This is an optimization exercise on Yosys and OpenROAD, whose aim is small area, a short achievable clock period and few clock cycles per item, not a production implementation. Only simulation tests tie the RTL to the original design; equivalence was not proved.

==> inputs of v23 <==
// pu24_alu
module pu24_alu (
    input  wire        clk,
    input  wire        rst,
    input  wire        in_valid,
    output wire        in_ready,
    input  wire [1:0]  in_op,
    input  wire [31:0] in_a,
    input  wire [31:0] in_b,
    output reg         out_valid,
    output wire [31:0] out_word,
    output wire [3:0]  out_res,
    output reg         out_div0
);
clock: 20.0 ns
lec_check: 0
abc_area: 1
cap_margin: 20
core_margin: 2
core_utilization: 40
slew_margin: 20
run.sh (not shown) runs the stock make flow with config.mk's settings and CLKGATE_MAP_FILE= SYNTH_SCRIPT=/design/flow/synth_recipe.tcl, a recipe that flattens the netlist after the stock synthesis.
==> v11 (differences from v23) <==
==> flow/flow/run.sh (new file) <==
#!/bin/bash
# Layout: the standard flow (standard.sh: standard synthesis, floorplan,
# placement, CTS, routing, finish) unchanged, except that the resizer's
# repair_timing is asked for a larger setup margin, so that it keeps sizing
# and buffering the critical paths well below the clock period. The SDC and
# every other setting are the standard flow's. make's output goes to flow_make.log here;
# ORFS keeps each step's log under orfs/logs/.
set -euo pipefail
MARGIN=$(cat flow/margin.txt)
bash standard.sh SETUP_SLACK_MARGIN="$MARGIN" finish > flow_make.log 2>&1
==> flow/flow/margin.txt (new file) <==
10
==> flow/standard.sh (new file) <==
#!/bin/bash
# synth_recipe.tcl (not shown) runs the flow's synth.tcl, then flattens the netlist and writes it again
# the make line also repeats each setting of config.mk as NAME=value (left out here)
make -C /OpenROAD-flow-scripts/flow DESIGN_CONFIG=/design/flow/config.mk WORK_HOME=/design/flow/orfs CLKGATE_MAP_FILE= SYNTH_SCRIPT=/design/flow/synth_recipe.tcl "${@:-finish}"
removed: flow/run.sh
==> v18 (differences from v23) <==
==> flow/flow/run.sh (new file) <==
#!/bin/bash
# Layout: the standard flow (standard.sh: standard synthesis, floorplan,
# placement, CTS, routing, finish) unchanged, except that the resizer's
# repair_timing is asked for a larger setup margin, so that it keeps sizing
# and buffering the critical paths well below the clock period. The SDC and
# every other setting are the standard flow's. make's output goes to flow_make.log here;
# ORFS keeps each step's log under orfs/logs/.
set -euo pipefail
MARGIN=$(cat flow/margin.txt)
bash standard.sh SETUP_SLACK_MARGIN="$MARGIN" finish > flow_make.log 2>&1
==> flow/flow/margin.txt (new file) <==
9.5
==> flow/standard.sh (new file) <==
#!/bin/bash
# synth_recipe.tcl (not shown) runs the flow's synth.tcl, then flattens the netlist and writes it again
# the make line also repeats each setting of config.mk as NAME=value (left out here)
make -C /OpenROAD-flow-scripts/flow DESIGN_CONFIG=/design/flow/config.mk WORK_HOME=/design/flow/orfs CLKGATE_MAP_FILE= SYNTH_SCRIPT=/design/flow/synth_recipe.tcl "${@:-finish}"
removed: flow/run.sh
==> summary of the runs <==
The lowest non-clock buffer count belongs to v23, the highest to v11. Routed wire length, highest first: v11, v18, v23. In count of clock-buffer cells in the layout, v11 and v23 do not differ. Worst setup slack, lowest first: v23, v18, v11. Against v11, the final cell count of v18 is smaller by about 1%. The lowest first-iteration DRC count belongs to v23, the highest to v18. Between v18 and v11, the lower utilization is in v18 (gap 1.4 points). Of v11 and v23, v11 has the higher global-route usage (gap 0.44 points). The highest maximum frequency belongs to v11, the lowest to v23.
==> figures <==
CP max stage cell: v11 sky130_fd_sc_hd__fa_2; v23 sky130_fd_sc_hd__inv_1; v18 sky130_fd_sc_hd__fa_1
Area taken by multi-input logic gates: v11 39070 sq um; v23 37870 sq um; v18 38270 sq um
Critical path class: v11 reg -> out; v23 reg -> reg; v18 reg -> out
Critical-path maximum fanout: v11 3; v23 32; v18 35
Min-delay src: v11 acc[6]; v23 acc[6]; v18 acc[2]
Worst Path Arrival: v11 5.91 ns; v23 13.64 ns; v18 6.25 ns
Detail-routed net length per standard cell: v11 26.32 microns; v23 26.07 microns; v18 26.16 microns
Reg2Reg Capture Point: v11 u_q[15]; v23 u_q[15]; v18 u_q[0]
Finished layout cell area: v11 54340 sq um; v23 51500 sq um; v18 52710 sq um
Utilization after layout: v11 0.4535; v23 0.4299; v18 0.4400
Number of nets at the end of the flow: v11 7251; v23 7095; v18 7171
Number of buffer and inverter instances along the worst setup path: v11 11; v23 8; v18 2
Post-layout instance count excluding filler cells: v11 7921; v23 7764; v18 7839
Slew @ Worst Pin: v11 1.123 ns; v23 1.146 ns; v18 1.162 ns
Outcome: v11 finished clean; v23 finished clean; v18 finished clean
Number of violations reported at the end of detailed-routing iteration 0: v11 5858; v23 5753; v18 5909
Met3 Resource Use GR: v11 0.08767; v23 0.08603; v18 0.08699
Final worst clock skew: v11 0.02819 ns; v23 0.02132 ns; v18 0.02445 ns
Worst rel slew slack: v11 0.2482; v23 0.2328; v18 0.2218
Final cycle utilization of the critical path: v11 0.4957; v23 0.6612; v18 0.5123
Portion of the layout cell area used by clock cells: v11 0.01467; v23 0.01547; v18 0.01512
Testbench counts of v23, summed over its fixed seeds: cycles 12,156, items 4,800.
Testbench counts of v11, summed over its fixed seeds: cycles 12,156, items 4,800.
Testbench counts of v18, summed over its fixed seeds: cycles 12,156, items 4,800.

* * *

==> job 3204 <==
pu24_alu, a different RTL version from the one above (not shown whole).
Settings: LEC_CHECK=0, ABC_AREA=1, CAP_MARGIN=20, CORE_MARGIN=2, CORE_UTILIZATION=40, SLEW_MARGIN=20; clock period 20.0 ns.
standard.sh (not shown) runs the stock make flow with config.mk's settings and CLKGATE_MAP_FILE= SYNTH_SCRIPT=/design/flow/synth_recipe.tcl, a recipe that flattens the netlist after the stock synthesis.
==> flow/flow/run.sh <==
#!/bin/bash
# Layout: the standard flow (standard.sh: standard synthesis, floorplan,
# placement, CTS, routing, finish) unchanged, except that the resizer's
# repair_timing is asked for a larger setup margin, so that it keeps sizing
# and buffering the critical paths well below the clock period. The SDC and
# every other setting are the standard flow's. make's output goes to flow_make.log here;
# ORFS keeps each step's log under orfs/logs/.
set -euo pipefail
MARGIN=$(cat flow/margin.txt)
bash standard.sh SETUP_SLACK_MARGIN="$MARGIN" finish > flow_make.log 2>&1
==> flow/flow/margin.txt <==
11
==> job 2837: changes against job 3204 <==
--- a/flow/design.v
+++ b/flow/design.v
@@ -36,47 +36,18 @@
     reg        d_div0;
     assign in_ready = ~div_busy & ~out_valid;
     wire accept   = in_valid & in_ready;
     wire div_last = div_busy & (dcnt == 5'd0);
     wire is_maca_in = (in_op == OP_MACA);
     wire [31:0] a_mag = in_a[31] ? (~in_a + 32'd1) : in_a;
     wire [31:0] b_mag = in_b[31] ? (~in_b + 32'd1) : in_b;
     wire        ovf_in = ((a_mag >> SH) >= b_mag);
-    localparam MS = 3;           
-    wire [31:0] a_inv = in_a ^ {32{in_a[31]}};
-    wire [31:0] b_inv = in_b ^ {32{in_b[31]}};
-    reg  signed [6:0] ma, mb;
-    integer k;
-    always @* begin
-        ma = -7'sd1;
-        mb = 7'sd0;
-        for (k = 0; k < 32; k = k + 1) begin
-            if (a_inv[k]) ma = k;
-            if (b_inv[k]) mb = k;
-        end
-    end
-    wire signed [7:0] mdiff = mb - ma;        
-    wire [89:0] xw = {33'd0, a_mag, 25'd0};    
-    reg  [4:0]   skip;
-    reg  [30:0]  rem_in;
-    reg  [S-1:0] dq_in;
-    integer m;
-    always @* begin
-        skip   = 5'd0;
-        rem_in = xw >> S;
-        dq_in  = xw[S-1:0];
-        for (m = 1; m <= MS; m = m + 1)
-            if (mdiff > 26 - S + m * 3) begin
-                skip   = m;
-                rem_in = xw >> (S - m * 3);
-                dq_in  = xw << (m * 3);
-            end
-    end
-    wire        d_early = ovf_in | (in_a == 32'd0);
+    wire [56:0] dvd    = {a_mag, 25'd0};    
+    wire [31:0] rem_in = a_mag >> SH;
     wire bo0 = in_b[0] ^ 1'b0;
     wire bt0 = (in_b[1] ^ in_b[0]) & ~(in_b[0] ^ 1'b0);
     wire bn0 = in_b[1];
     wire pp0_0 = (bo0 & in_a[0]) ^ bn0;
     wire pp0_1 = ((bo0 & in_a[1]) | (bt0 & in_a[0])) ^ bn0;
     wire pp0_2 = ((bo0 & in_a[2]) | (bt0 & in_a[1])) ^ bn0;
     wire pp0_3 = ((bo0 & in_a[3]) | (bt0 & in_a[2])) ^ bn0;
     wire pp0_4 = ((bo0 & in_a[4]) | (bt0 & in_a[3])) ^ bn0;
@@ -3661,17 +3632,17 @@
         if (div_busy) begin
             if (div_last) begin
                 u_q <= div_u;
                 v_q <= div_v;
             end else begin
                 u_q[30+S:0] <= {dq_n, rem_n};
             end
         end else if (in_op == OP_DIV) begin
-            u_q[30+S:0] <= {dq_in, rem_in};
+            u_q[30+S:0] <= {dvd[S-1:0], rem_in[30:0]};
             v_q[31:0] <= ~b_mag;
         end else begin
             u_q <= tree_u;
             v_q <= tree_v;
         end
         if (rst) begin
             acc       <= KB;
             out_valid <= 1'b0;
@@ -3686,17 +3657,17 @@
                     div_busy  <= 1'b0;
                     out_valid <= 1'b1;
                     wr_acc    <= 1'b0;
                     out_div0  <= d_div0;
                 end
             end else if (accept) begin
                 if (in_op == OP_DIV) begin
                     div_busy <= 1'b1;
-                    dcnt     <= d_early ? 5'd0 : (NC - 1 - skip);
+                    dcnt     <= NC - 1;
                     d_ovf    <= ovf_in;
                     d_zero   <= (in_a == 32'd0);
                     d_neg    <= in_a[31] ^ in_b[31];
                     d_div0   <= (in_b == 32'd0);
                 end else begin
                     out_valid <= 1'b1;
                     wr_acc    <= (in_op != OP_MUL);
                     out_div0  <= 1'b0;
Settings changed: ABC_AREA 1 to unset, CORE_UTILIZATION 40 to 60, PLACE_DENSITY set to 0.72.
==> job 6239: changes against job 3204 <==
--- a/flow/design.v
+++ b/flow/design.v
@@ -36,47 +36,18 @@
     reg        d_div0;
     assign in_ready = ~div_busy & ~out_valid;
     wire accept   = in_valid & in_ready;
     wire div_last = div_busy & (dcnt == 5'd0);
     wire is_maca_in = (in_op == OP_MACA);
     wire [31:0] a_mag = in_a[31] ? (~in_a + 32'd1) : in_a;
     wire [31:0] b_mag = in_b[31] ? (~in_b + 32'd1) : in_b;
     wire        ovf_in = ((a_mag >> SH) >= b_mag);
-    localparam MS = 3;           
-    wire [31:0] a_inv = in_a ^ {32{in_a[31]}};
-    wire [31:0] b_inv = in_b ^ {32{in_b[31]}};
-    reg  signed [6:0] ma, mb;
-    integer k;
-    always @* begin
-        ma = -7'sd1;
-        mb = 7'sd0;
-        for (k = 0; k < 32; k = k + 1) begin
-            if (a_inv[k]) ma = k;
-            if (b_inv[k]) mb = k;
-        end
-    end
-    wire signed [7:0] mdiff = mb - ma;        
-    wire [89:0] xw = {33'd0, a_mag, 25'd0};    
-    reg  [4:0]   skip;
-    reg  [30:0]  rem_in;
-    reg  [S-1:0] dq_in;
-    integer m;
-    always @* begin
-        skip   = 5'd0;
-        rem_in = xw >> S;
-        dq_in  = xw[S-1:0];
-        for (m = 1; m <= MS; m = m + 1)
-            if (mdiff > 26 - S + m * 3) begin
-                skip   = m;
-                rem_in = xw >> (S - m * 3);
-                dq_in  = xw << (m * 3);
-            end
-    end
-    wire        d_early = ovf_in | (in_a == 32'd0);
+    wire [56:0] dvd    = {a_mag, 25'd0};    
+    wire [31:0] rem_in = a_mag >> SH;
     wire bo0 = in_b[0] ^ 1'b0;
     wire bt0 = (in_b[1] ^ in_b[0]) & ~(in_b[0] ^ 1'b0);
     wire bn0 = in_b[1];
     wire pp0_0 = (bo0 & in_a[0]) ^ bn0;
     wire pp0_1 = ((bo0 & in_a[1]) | (bt0 & in_a[0])) ^ bn0;
     wire pp0_2 = ((bo0 & in_a[2]) | (bt0 & in_a[1])) ^ bn0;
     wire pp0_3 = ((bo0 & in_a[3]) | (bt0 & in_a[2])) ^ bn0;
     wire pp0_4 = ((bo0 & in_a[4]) | (bt0 & in_a[3])) ^ bn0;
@@ -3661,17 +3632,17 @@
         if (div_busy) begin
             if (div_last) begin
                 u_q <= div_u;
                 v_q <= div_v;
             end else begin
                 u_q[30+S:0] <= {dq_n, rem_n};
             end
         end else if (in_op == OP_DIV) begin
-            u_q[30+S:0] <= {dq_in, rem_in};
+            u_q[30+S:0] <= {dvd[S-1:0], rem_in[30:0]};
             v_q[31:0] <= ~b_mag;
         end else begin
             u_q <= tree_u;
             v_q <= tree_v;
         end
         if (rst) begin
             acc       <= KB;
             out_valid <= 1'b0;
@@ -3686,17 +3657,17 @@
                     div_busy  <= 1'b0;
                     out_valid <= 1'b1;
                     wr_acc    <= 1'b0;
                     out_div0  <= d_div0;
                 end
             end else if (accept) begin
                 if (in_op == OP_DIV) begin
                     div_busy <= 1'b1;
-                    dcnt     <= d_early ? 5'd0 : (NC - 1 - skip);
+                    dcnt     <= NC - 1;
                     d_ovf    <= ovf_in;
                     d_zero   <= (in_a == 32'd0);
                     d_neg    <= in_a[31] ^ in_b[31];
                     d_div0   <= (in_b == 32'd0);
                 end else begin
                     out_valid <= 1'b1;
                     wr_acc    <= (in_op != OP_MUL);
                     out_div0  <= 1'b0;
Settings changed: ABC_AREA 1 to unset.
==> summary.txt <==
item	job 2837	job 6239	job 3204
Startpoint of the worst setup timing path	v_q[26]	v_q[27]	u_q[29]
Initial DRT Pass Iterations	6	8	8
CP Buf/Inv Count	8	4	9
Worst Hold Launch	acc[46]	acc[26]	acc[7]
Post-synthesis compound-gate area fraction	16.6%	16.6%	16.8%
Post-synthesis sequential area ratio	11.2%	11.2%	11.6%
Leading cell type by number of instances after synthesis	sky130_fd_sc_hd__nand2_1	sky130_fd_sc_hd__nand2_1	sky130_fd_sc_hd__inv_1
Diodes inserted	2	1	0
R2R Path Start	v_q[25]	v_q[9]	v_q[0]
Die outline width	289 um	354 um	348 um
Fillers	6979	11994	11412
Area share of xor/xnor cells in the synthesized design	13.5%	13.5%	14.6%
Max-Slew Margin vs Limit	30.9%	27.5%	23.1%
Global routing usage summed across all routing layers	46.4%	31.7%	32.6%
Met2 wire length	82200 um	88900 um	87400 um
Status	finished clean	finished clean	finished clean
Clock tree cell share of total cell area	1.79%	1.57%	1.52%
Worst reg2reg endpoint	u_q[11]	u_q[0]	u_q[18]
Clock transition at the registers of the reported paths	60 ps	70 ps	60 ps
Testbench counts of job 3204, summed over its fixed seeds: cycles 13,074, items 4,800.
Testbench counts of job 2837, summed over its fixed seeds: cycles 14,506, items 4,800.
Testbench counts of job 6239, summed over its fixed seeds: cycles 14,506, items 4,800.

==> afterwards: timing with drivers on the ports <==
The flow's constraints put no driver on any port. The routed layouts listed below were extracted and timed again, unchanged, in two steps.
Step 1: set_driving_cell puts a clkbuf_16 on clk and a buf_2 on each other input, an assumption about the parent block.
Step 2, shift: input delay + t, output delay - t, t = (earliest + latest rising clock arrival at the registers) / 2. This alone moves slack from input paths to output paths.
a / b / c = no drivers / after step 1 / after step 2; a / b = the first two.
| run | t (ns) | setup slack, ns | worst data-port slew with drivers (ns) |
|---|---|---|---|
| v23 | 0.601 | 6.776 / 6.776 / 6.776 | 0.11 |
| v11 | 0.608 | 10.086 / 10.025 / 9.519 | 0.10 |
| v18 | 0.607 | 9.754 / 9.694 / 9.228 | 0.10 |
| job 3204 | 0.655 | 10.117 / 10.057 / 10.419 | 0.04 |
| job 2837 | 0.637 | 9.863 / 9.794 / 10.430 | 0.15 |
| job 6239 | 0.661 | 9.835 / 9.764 / 10.425 | 0.11 |
After both steps setup and hold are still met in every run listed. The setup slack of v11, which loses most, moves by -0.061 ns with the drivers and by -0.567 ns with both steps.
